This design comes from an exercise in tuning for small area, a short achievable clock period and few clock cycles per item on the open sky130 flow, not from production work. Where RTL was checked, it was by simulation tests only, not by an equivalence proof against the original.

== run B ==
==> module aes_enc_core, before the edit <==
module aes_enc_core (
    input  wire         clk,
    input  wire         rst,         
    input  wire         in_valid,
    output wire         in_ready,
    input  wire         key_256,     
    input  wire [255:0] key,
    input  wire [127:0] block_in,
    output reg          out_valid,
    output wire [127:0] block_out
);
    genvar i;
    reg  [127:0] st1;
    reg  [255:0] k1;
    reg          busy1, mode1, last1;
    reg  [3:0]   round1;
    reg  [7:0]   rcon1;
    reg          ksel_w, ksel_rw, ksel_rh;
    reg  [255:0] m2;         
    reg  [63:0]  km2;        
    reg  [255:0] k2;
    reg          busy2, mode2, last2;
    reg  [3:0]   round2;
    reg  [7:0]   rcon2;
    reg  [127:0] out_q;
    reg          in_ready_q;
    assign block_out = out_q;
    assign in_ready = in_ready_q;
    wire load = in_ready;
    wire [127:0] ark = st1 ^ k1[255:128];
    wire [31:0]  kx_in = ({32{ksel_w}}  & k1[31:0])
                       | ({32{ksel_rw}} & {k1[23:0], k1[31:24]})
                       | ({32{ksel_rh}} & {k1[151:128], k1[159:152]});
    wire [63:0]  inv1, tl1;
    wire [15:0]  kinv1, ktl1;
    generate
        for (i = 0; i < 16; i = i + 1) begin : g_sbt
            aes_sbox_top u_t (.in(ark[127-8*i -: 8]), .inv(inv1[63-4*i -: 4]),
                             .tl(tl1[63-4*i -: 4]));
        end
        for (i = 0; i < 4; i = i + 1) begin : g_ksbt
            aes_sbox_top u_t (.in(kx_in[31-8*i -: 8]), .inv(kinv1[15-4*i -: 4]),
                             .tl(ktl1[15-4*i -: 4]));
        end
    endgenerate
    wire [127:0] sub;
    generate
        for (i = 0; i < 16; i = i + 1) begin : g_sbb
            aes_sbox_bot u_b (.in(m2[255-16*i -: 8]), .inv(m2[247-16*i -: 4]),
                              .tl(m2[243-16*i -: 4]), .out(sub[127-8*i -: 8]));
        end
    endgenerate
    wire [127:0] shifted;
    generate
        for (i = 0; i < 16; i = i + 1) begin : g_sr
            localparam integer R = i % 4;
            localparam integer C = i / 4;
            localparam integer SRC = ((C + R) % 4) * 4 + R;
            assign shifted[127-8*i -: 8] = sub[127-8*SRC -: 8];
        end
    endgenerate
    wire [127:0] mixed;
    generate
        for (i = 0; i < 4; i = i + 1) begin : g_mc
            wire [7:0] a0 = shifted[127-32*i -: 8];
            wire [7:0] a1 = shifted[119-32*i -: 8];
            wire [7:0] a2 = shifted[111-32*i -: 8];
            wire [7:0] a3 = shifted[103-32*i -: 8];
            wire [7:0] t  = a0 ^ a1 ^ a2 ^ a3;
            wire [7:0] d0 = a0 ^ a1;
            wire [7:0] d1 = a1 ^ a2;
            wire [7:0] d2 = a2 ^ a3;
            wire [7:0] d3 = a3 ^ a0;
            wire [7:0] x0 = {d0[6:0], 1'b0} ^ (d0[7] ? 8'h1b : 8'h00);
            wire [7:0] x1 = {d1[6:0], 1'b0} ^ (d1[7] ? 8'h1b : 8'h00);
            wire [7:0] x2 = {d2[6:0], 1'b0} ^ (d2[7] ? 8'h1b : 8'h00);
            wire [7:0] x3 = {d3[6:0], 1'b0} ^ (d3[7] ? 8'h1b : 8'h00);
            assign mixed[127-32*i -: 8] = a0 ^ t ^ x0;
            assign mixed[119-32*i -: 8] = a1 ^ t ^ x1;
            assign mixed[111-32*i -: 8] = a2 ^ t ^ x2;
            assign mixed[103-32*i -: 8] = a3 ^ t ^ x3;
        end
    endgenerate
    wire [31:0] kx_sub;
    generate
        for (i = 0; i < 4; i = i + 1) begin : g_ksbb
            aes_sbox_bot u_b (.in(km2[63-16*i -: 8]), .inv(km2[55-16*i -: 4]),
                              .tl(km2[51-16*i -: 4]), .out(kx_sub[31-8*i -: 8]));
        end
    endgenerate
    wire        kx_rot = !mode2 || round2[0];
    wire [31:0] b0 = k2[255:224] ^ {kx_rot ? rcon2 : 8'h00, 24'h0};
    wire [31:0] b1 = b0 ^ k2[223:192];
    wire [31:0] b2 = b1 ^ k2[191:160];
    wire [31:0] b3 = b2 ^ k2[159:128];
    wire [127:0] next_words = {b0, b1, b2, b3} ^ {4{kx_sub}};
    wire [127:0] tk_base = mode2 ? k2[127:0] : {b0, b1, b2, b3};
    wire [31:0]  tk_sub  = mode2 ? 32'h0 : kx_sub;
    always @(posedge clk) begin
        for (integer b = 0; b < 16; b = b + 1)
            m2[255-16*b -: 16] <= {ark[127-8*b -: 8], inv1[63-4*b -: 4], tl1[63-4*b -: 4]};
        for (integer b = 0; b < 4; b = b + 1)
            km2[63-16*b -: 16] <= {kx_in[31-8*b -: 8], kinv1[15-4*b -: 4], ktl1[15-4*b -: 4]};
        k2     <= k1;
        mode2  <= mode1;
        round2 <= round1;
        last2  <= last1;
        rcon2  <= rcon1;
        out_q <= (shifted ^ tk_base) ^ {4{tk_sub}};
        if (load) begin
            st1    <= block_in;
            k1     <= key;
            mode1  <= key_256;
            round1 <= 4'd1;
            last1  <= 1'b0;
            rcon1  <= 8'h01;
            ksel_w  <= 1'b0;
            ksel_rw <= key_256;
            ksel_rh <= !key_256;
        end else begin
            st1    <= mixed;
            k1     <= {mode2 ? k2[127:0] : next_words, next_words};
            mode1  <= mode2;
            round1 <= round2 + 4'd1;
            last1  <= (round2 == (mode2 ? 4'd13 : 4'd9));
            rcon1  <= kx_rot ? ({rcon2[6:0], 1'b0} ^ (rcon2[7] ? 8'h1b : 8'h00)) : rcon2;
            ksel_w  <= mode2 && round2[0];
            ksel_rw <= mode2 && !round2[0];
            ksel_rh <= !mode2;
        end
    end
    always @(posedge clk) begin
        if (rst) begin
            busy1     <= 1'b0;
            busy2     <= 1'b0;
            out_valid <= 1'b0;
            in_ready_q <= 1'b1;
        end else begin
            busy2     <= busy1;
            busy1     <= load ? in_valid : (busy2 && !last2);
            out_valid <= busy2 && last2;
            in_ready_q <= (!busy1 || last1) &&
                          (load ? (!in_valid || !key_256)
                                : (!busy2 || last2 || !mode2 || round2 >= 4'd4));
        end
    end
endmodule
clock: 9.0 ns
lec_check: 0
cap_margin: 20
core_margin: 2
core_utilization: 60
place_density: 0.7
setup_slack_margin: 5
slew_margin: 20
standard.sh (not shown) runs the stock make flow with config.mk's settings and CLKGATE_MAP_FILE= SYNTH_SCRIPT=/design/flow/synth_recipe.tcl, a recipe that flattens the netlist after the stock synthesis.
==> flow/flow/run.sh <==
#!/bin/bash
set -euo pipefail
rm -rf scripts
cp -r "$FLOW_HOME/scripts" scripts
cat > scripts/abc_speed.script <<'EOT'
&get -n
&st
&dch
&nf
&put
topo
stime -c
buffer -c
upsize -c
dnsize -c
EOT
bash standard.sh SCRIPTS_DIR="$PWD/scripts" SETUP_SLACK_MARGIN=5.6 \
  "BUFFER_PORTS_ARGS=-buffer_cell sky130_fd_sc_hd__buf_1" \
  "CTS_ARGS=-sink_clustering_enable -repair_clock_nets -dont_use_dummy_load -sink_clustering_size 24 -sink_clustering_max_diameter 120" finish > standard.log 2>&1
Testbench counts of run B, summed over its fixed seeds: cycles 23,252, items 1,920.
#### Input delta (run Y over run B)
==> flow/design.v, changed modules only <==
module aes_enc_core (
    input  wire         clk,
    input  wire         rst,         
    input  wire         in_valid,
    output wire         in_ready,
    input  wire         key_256,     
    input  wire [255:0] key,
    input  wire [127:0] block_in,
    output reg          out_valid,
    output wire [127:0] block_out
);
    genvar i;
    integer b;
    reg  [127:0] st1;
    reg  [255:0] k1;
    reg          busy1, mode1, last1;
    reg  [3:0]   round1;
    reg  [7:0]   rcon1;
    reg          ksel_w, ksel_rw, ksel_rh;
    reg  [255:0] m2;         
    reg  [63:0]  km2;        
    reg  [255:0] k2;
    reg          busy2, mode2, last2;
    reg  [3:0]   round2;
    reg  [7:0]   rcon2;
    reg  [127:0] out_q;
    reg          in_ready_q;
    assign block_out = out_q;
    assign in_ready = in_ready_q;
    wire load = in_ready;
    wire [127:0] ark = st1 ^ k1[255:128];
    wire [31:0]  kx_in = ({32{ksel_w}}  & k1[31:0])
                       | ({32{ksel_rw}} & {k1[23:0], k1[31:24]})
                       | ({32{ksel_rh}} & {k1[151:128], k1[159:152]});
    wire [63:0]  inv1, tl1;
    wire [15:0]  kinv1, ktl1;
    generate
        for (i = 0; i < 16; i = i + 1) begin : g_sbt
            aes_sbox_top u_t (.in(ark[127-8*i -: 8]), .inv(inv1[63-4*i -: 4]),
                             .tl(tl1[63-4*i -: 4]));
        end
        for (i = 0; i < 4; i = i + 1) begin : g_ksbt
            aes_sbox_top u_t (.in(kx_in[31-8*i -: 8]), .inv(kinv1[15-4*i -: 4]),
                             .tl(ktl1[15-4*i -: 4]));
        end
    endgenerate
    wire [127:0] sub;
    generate
        for (i = 0; i < 16; i = i + 1) begin : g_sbb
            aes_sbox_bot u_b (.in(m2[255-16*i -: 8]), .inv(m2[247-16*i -: 4]),
                              .tl(m2[243-16*i -: 4]), .out(sub[127-8*i -: 8]));
        end
    endgenerate
    wire [127:0] shifted;
    generate
        for (i = 0; i < 16; i = i + 1) begin : g_sr
            localparam integer R = i % 4;
            localparam integer C = i / 4;
            localparam integer SRC = ((C + R) % 4) * 4 + R;
            assign shifted[127-8*i -: 8] = sub[127-8*SRC -: 8];
        end
    endgenerate
    wire [127:0] mixed;
    generate
        for (i = 0; i < 4; i = i + 1) begin : g_mc
            wire [7:0] a0 = shifted[127-32*i -: 8];
            wire [7:0] a1 = shifted[119-32*i -: 8];
            wire [7:0] a2 = shifted[111-32*i -: 8];
            wire [7:0] a3 = shifted[103-32*i -: 8];
            wire [7:0] d0 = a0 ^ a1;
            wire [7:0] d1 = a1 ^ a2;
            wire [7:0] d2 = a2 ^ a3;
            wire [7:0] d3 = a3 ^ a0;
            wire [7:0] x0 = {d0[6:0], 1'b0} ^ (d0[7] ? 8'h1b : 8'h00);
            wire [7:0] x1 = {d1[6:0], 1'b0} ^ (d1[7] ? 8'h1b : 8'h00);
            wire [7:0] x2 = {d2[6:0], 1'b0} ^ (d2[7] ? 8'h1b : 8'h00);
            wire [7:0] x3 = {d3[6:0], 1'b0} ^ (d3[7] ? 8'h1b : 8'h00);
            assign mixed[127-32*i -: 8] = x0 ^ (a1 ^ d2);
            assign mixed[119-32*i -: 8] = x1 ^ (a2 ^ d3);
            assign mixed[111-32*i -: 8] = x2 ^ (a3 ^ d0);
            assign mixed[103-32*i -: 8] = x3 ^ (a0 ^ d1);
        end
    endgenerate
    wire [31:0] kx_sub;
    generate
        for (i = 0; i < 4; i = i + 1) begin : g_ksbb
            aes_sbox_bot u_b (.in(km2[63-16*i -: 8]), .inv(km2[55-16*i -: 4]),
                              .tl(km2[51-16*i -: 4]), .out(kx_sub[31-8*i -: 8]));
        end
    endgenerate
    wire        kx_rot = !mode2 || round2[0];
    wire [31:0] b0 = k2[255:224] ^ {kx_rot ? rcon2 : 8'h00, 24'h0};
    wire [31:0] b1 = b0 ^ k2[223:192];
    wire [31:0] b2 = b1 ^ k2[191:160];
    wire [31:0] b3 = b2 ^ k2[159:128];
    wire [127:0] next_words = {b0, b1, b2, b3} ^ {4{kx_sub}};
    wire [127:0] this_key = mode2 ? k2[127:0] : next_words;
    always @(posedge clk) begin
        for (b = 0; b < 16; b = b + 1)
            m2[255-16*b -: 16] <= {ark[127-8*b -: 8], inv1[63-4*b -: 4], tl1[63-4*b -: 4]};
        for (b = 0; b < 4; b = b + 1)
            km2[63-16*b -: 16] <= {kx_in[31-8*b -: 8], kinv1[15-4*b -: 4], ktl1[15-4*b -: 4]};
        k2     <= k1;
        mode2  <= mode1;
        round2 <= round1;
        last2  <= last1;
        rcon2  <= rcon1;
        out_q <= shifted ^ this_key;
        if (load) begin
            st1    <= block_in;
            k1     <= key;
            mode1  <= key_256;
            round1 <= 4'd1;
            last1  <= 1'b0;
            rcon1  <= 8'h01;
            ksel_w  <= 1'b0;
            ksel_rw <= key_256;
            ksel_rh <= !key_256;
        end else begin
            st1    <= mixed;
            k1     <= {this_key, next_words};
            mode1  <= mode2;
            round1 <= round2 + 4'd1;
            last1  <= (round2 == (mode2 ? 4'd13 : 4'd9));
            rcon1  <= kx_rot ? ({rcon2[6:0], 1'b0} ^ (rcon2[7] ? 8'h1b : 8'h00)) : rcon2;
            ksel_w  <= mode2 && round2[0];
            ksel_rw <= mode2 && !round2[0];
            ksel_rh <= !mode2;
        end
    end
    always @(posedge clk) begin
        if (rst) begin
            busy1     <= 1'b0;
            busy2     <= 1'b0;
            out_valid <= 1'b0;
            in_ready_q <= 1'b1;
        end else begin
            busy2     <= busy1;
            busy1     <= load ? in_valid : (busy2 && !last2);
            out_valid <= busy2 && last2;
            in_ready_q <= (!busy1 || last1) &&
                          (load ? (!in_valid || !key_256)
                                : (!busy2 || last2 || !mode2 || round2 >= 4'd4));
        end
    end
endmodule
Notes after the runs:
The growth of design area from synthesis to finish in run Y was higher than what run B gave. Changes observed in run Y relative to run B: fraction of final layout cells with drive strength greater than 1 climbed 2.1 points, slack of the worst reg-to-reg path barely changed, core utilization of the finished layout barely changed. Diff run B -> run Y | first-pass GRT wire length | down by a few percent. Run B → run Y: transition at the pin with the smallest max-transition slack decreased 0.15 ns, maximum fanout count along the critical path decreased 55. Diff run B -> run Y: met2 routed wirelength -about 4.3%; minimum setup slack in the final design roughly the same; synthesized cell count decreased by 8.7% relative to the old numbers; iteration count of the initial detailed-routing pass lower; number of antenna violations at the first check in global routing picked up an extra 5.
Function not checked in run Y: the RTL went through the layout flow alone.

========
Another version of the RTL of aes_enc_core (not shown whole).
For scale: ~6100 cells after synthesis, roughly 520 I/O pins, roughly 57000 um^2 of cells after synthesis.
==> module aes_enc_core, before the edit <==
module aes_enc_core (
    input  wire         clk,
    input  wire         rst,         
    input  wire         in_valid,
    output wire         in_ready,
    input  wire         key_256,     
    input  wire [255:0] key,
    input  wire [127:0] block_in,
    output reg          out_valid,
    output wire [127:0] block_out
);
    genvar i;
    integer b;
    reg  [127:0] st1;
    reg  [255:0] k1;
    reg          busy1, mode1, last1;
    reg  [3:0]   round1;
    reg  [7:0]   rcon1;
    reg          ksel_w, ksel_rw, ksel_rh;
    reg  [223:0] m2;         
    reg  [55:0]  km2;        
    reg  [255:0] k2;
    reg          busy2, mode2, last2;
    reg  [3:0]   round2;
    reg  [7:0]   rcon2;
    reg  [127:0] out_q;
    reg          in_ready_q;
    assign block_out = out_q;
    assign in_ready = in_ready_q;
    wire load = in_ready;
    wire [127:0] ark = st1 ^ k1[255:128];
    wire [31:0]  kx_in = ({32{ksel_w}}  & k1[31:0])
                       | ({32{ksel_rw}} & {k1[23:0], k1[31:24]})
                       | ({32{ksel_rh}} & {k1[151:128], k1[159:152]});
    wire [63:0]  inv1;
    wire [159:0] tv1;
    wire [15:0]  kinv1;
    wire [39:0]  ktv1;
    generate
        for (i = 0; i < 16; i = i + 1) begin : g_sbt
            aes_sbox_top u_t (.in(ark[127-8*i -: 8]), .inv(inv1[63-4*i -: 4]),
                             .tv(tv1[159-10*i -: 10]));
        end
        for (i = 0; i < 4; i = i + 1) begin : g_ksbt
            aes_sbox_top u_t (.in(kx_in[31-8*i -: 8]), .inv(kinv1[15-4*i -: 4]),
                             .tv(ktv1[39-10*i -: 10]));
        end
    endgenerate
    wire [127:0] sub;
    generate
        for (i = 0; i < 16; i = i + 1) begin : g_sbb
            aes_sbox_bot u_b (.tv(m2[223-14*i -: 10]), .inv(m2[213-14*i -: 4]),
                              .out(sub[127-8*i -: 8]));
        end
    endgenerate
    wire [127:0] shifted;
    generate
        for (i = 0; i < 16; i = i + 1) begin : g_sr
            localparam integer R = i % 4;
            localparam integer C = i / 4;
            localparam integer SRC = ((C + R) % 4) * 4 + R;
            assign shifted[127-8*i -: 8] = sub[127-8*SRC -: 8];
        end
    endgenerate
    wire [127:0] mixed;
    generate
        for (i = 0; i < 4; i = i + 1) begin : g_mc
            wire [7:0] a0 = shifted[127-32*i -: 8];
            wire [7:0] a1 = shifted[119-32*i -: 8];
            wire [7:0] a2 = shifted[111-32*i -: 8];
            wire [7:0] a3 = shifted[103-32*i -: 8];
            wire [7:0] t  = a0 ^ a1 ^ a2 ^ a3;
            wire [7:0] d0 = a0 ^ a1;
            wire [7:0] d1 = a1 ^ a2;
            wire [7:0] d2 = a2 ^ a3;
            wire [7:0] d3 = a3 ^ a0;
            wire [7:0] x0 = {d0[6:0], 1'b0} ^ (d0[7] ? 8'h1b : 8'h00);
            wire [7:0] x1 = {d1[6:0], 1'b0} ^ (d1[7] ? 8'h1b : 8'h00);
            wire [7:0] x2 = {d2[6:0], 1'b0} ^ (d2[7] ? 8'h1b : 8'h00);
            wire [7:0] x3 = {d3[6:0], 1'b0} ^ (d3[7] ? 8'h1b : 8'h00);
            assign mixed[127-32*i -: 8] = a0 ^ t ^ x0;
            assign mixed[119-32*i -: 8] = a1 ^ t ^ x1;
            assign mixed[111-32*i -: 8] = a2 ^ t ^ x2;
            assign mixed[103-32*i -: 8] = a3 ^ t ^ x3;
        end
    endgenerate
    wire [31:0] kx_sub;
    generate
        for (i = 0; i < 4; i = i + 1) begin : g_ksbb
            aes_sbox_bot u_b (.tv(km2[55-14*i -: 10]), .inv(km2[45-14*i -: 4]),
                              .out(kx_sub[31-8*i -: 8]));
        end
    endgenerate
    wire        kx_rot = !mode2 || round2[0];
    wire [31:0] b0 = k2[255:224] ^ {kx_rot ? rcon2 : 8'h00, 24'h0};
    wire [31:0] b1 = b0 ^ k2[223:192];
    wire [31:0] b2 = b1 ^ k2[191:160];
    wire [31:0] b3 = b2 ^ k2[159:128];
    wire [127:0] next_words = {b0, b1, b2, b3} ^ {4{kx_sub}};
    wire [127:0] tk_base = mode2 ? k2[127:0] : {b0, b1, b2, b3};
    wire [31:0]  tk_sub  = mode2 ? 32'h0 : kx_sub;
    always @(posedge clk) begin
        for (b = 0; b < 16; b = b + 1)
            m2[223-14*b -: 14] <= {tv1[159-10*b -: 10], inv1[63-4*b -: 4]};
        for (b = 0; b < 4; b = b + 1)
            km2[55-14*b -: 14] <= {ktv1[39-10*b -: 10], kinv1[15-4*b -: 4]};
        k2     <= k1;
        mode2  <= mode1;
        round2 <= round1;
        last2  <= last1;
        rcon2  <= rcon1;
        out_q <= (shifted ^ tk_base) ^ {4{tk_sub}};
        if (load) begin
            st1    <= block_in;
            k1     <= key;
            mode1  <= key_256;
            round1 <= 4'd1;
            last1  <= 1'b0;
            rcon1  <= 8'h01;
            ksel_w  <= 1'b0;
            ksel_rw <= key_256;
            ksel_rh <= !key_256;
        end else begin
            st1    <= mixed;
            k1     <= {mode2 ? k2[127:0] : next_words, next_words};
            mode1  <= mode2;
            round1 <= round2 + 4'd1;
            last1  <= (round2 == (mode2 ? 4'd13 : 4'd9));
            rcon1  <= kx_rot ? ({rcon2[6:0], 1'b0} ^ (rcon2[7] ? 8'h1b : 8'h00)) : rcon2;
            ksel_w  <= mode2 && round2[0];
            ksel_rw <= mode2 && !round2[0];
            ksel_rh <= !mode2;
        end
    end
    always @(posedge clk) begin
        if (rst) begin
            busy1     <= 1'b0;
            busy2     <= 1'b0;
            out_valid <= 1'b0;
            in_ready_q <= 1'b1;
        end else begin
            busy2     <= busy1;
            busy1     <= load ? in_valid : (busy2 && !last2);
            out_valid <= busy2 && last2;
            in_ready_q <= (!busy1 || last1) &&
                          (load ? (!in_valid || !key_256)
                                : (!busy2 || last2 || !mode2 || round2 >= 4'd4));
        end
    end
endmodule
export LEC_CHECK = 0
export CAP_MARGIN = 20
export CORE_MARGIN = 2
export CORE_UTILIZATION = 60
export PLACE_DENSITY = 0.7
export SETUP_SLACK_MARGIN = 5
export SLEW_MARGIN = 20
create_clock -name core_clock -period 9.0 [get_ports {clk}]
==> flow/flow/run.sh <==
#!/bin/bash
set -euo pipefail
rm -rf scripts
cp -r "$FLOW_HOME/scripts" scripts
cat > scripts/abc_speed.script <<'EOT'
&get -n
&st
&dch
&nf -R 1000
&put
buffer -c
topo
stime -c
upsize -c
dnsize -c
EOT
bash standard.sh SCRIPTS_DIR="$PWD/scripts" SETUP_SLACK_MARGIN=5.6 \
  "BUFFER_PORTS_ARGS=-buffer_cell sky130_fd_sc_hd__buf_1" \
  "CTS_ARGS=-sink_clustering_enable -repair_clock_nets -dont_use_dummy_load -sink_clustering_size 24 -sink_clustering_max_diameter 120" finish > standard.log 2>&1
Testbench counts at the start, summed over its fixed seeds: cycles 23,252, items 1,920.
Next try:
--- a/flow/design.v
+++ b/flow/design.v
@@ -233,5 +233,4 @@
             wire [7:0] a2 = shifted[111-32*i -: 8];
             wire [7:0] a3 = shifted[103-32*i -: 8];
-            wire [7:0] t  = a0 ^ a1 ^ a2 ^ a3;
             wire [7:0] d0 = a0 ^ a1;
             wire [7:0] d1 = a1 ^ a2;
@@ -242,8 +241,8 @@
             wire [7:0] x2 = {d2[6:0], 1'b0} ^ (d2[7] ? 8'h1b : 8'h00);
             wire [7:0] x3 = {d3[6:0], 1'b0} ^ (d3[7] ? 8'h1b : 8'h00);
-            assign mixed[127-32*i -: 8] = a0 ^ t ^ x0;
-            assign mixed[119-32*i -: 8] = a1 ^ t ^ x1;
-            assign mixed[111-32*i -: 8] = a2 ^ t ^ x2;
-            assign mixed[103-32*i -: 8] = a3 ^ t ^ x3;
+            assign mixed[127-32*i -: 8] = x0 ^ (a1 ^ d2);
+            assign mixed[119-32*i -: 8] = x1 ^ (a2 ^ d3);
+            assign mixed[111-32*i -: 8] = x2 ^ (a3 ^ d0);
+            assign mixed[103-32*i -: 8] = x3 ^ (a0 ^ d1);
         end
     endgenerate
Effect: Global-route usage drops by 0.76 points. Routed wire length falls slightly. Clock-buffer cell count is unchanged. Die area hardly moves. Synthesized area barely changes. Worst setup slack is worse by 12 ps. Cell count went down slightly. Non-clock buffer count fell by 51. Maximum frequency came out lower slightly.
Testbench counts after the change, summed over its fixed seeds: cycles 23,252, items 1,920.

-- separate check: timing with driven ports --
No port has a modelled driver above. Below, the same layouts with a new extraction and two added sets of constraints. Step 1 sets driving cells, clkbuf_16 on the clock port and buf_2 on the other inputs (assumed; they add their load-dependent delay and slew). Step 2 times the ports against the registers' clock, not the clock port: input delays grow and output delays shrink by t, the midpoint of the rising clock arrivals with the driver on. a / b / c = no drivers / after step 1 / after step 2; a / b = the first two.
run | t (ns) | setup slack, ns | hold WS [ns] | latest minus earliest clock arrival (ns) | worst data-port slew with drivers (ns)
run B | 0.748 | 5.597 / 5.597 / 5.597 | 0.311 / 0.311 / 0.311 | 0.047 / 0.047 | 0.08
run Y | 0.761 | 5.595 / 5.595 / 5.595 | 0.313 / 0.313 / 0.313 | 0.053 / 0.054 | 0.07
the first run of note 2 | 0.754 | 5.616 / 5.616 / 5.616 | 0.307 / 0.307 / 0.307 | 0.062 / 0.063 | 0.09
the second run of note 2 | 0.744 | 5.604 / 5.604 / 5.604 | 0.306 / 0.306 / 0.306 | 0.057 / 0.057 | 0.08
After both steps setup and hold are still met in every run listed.
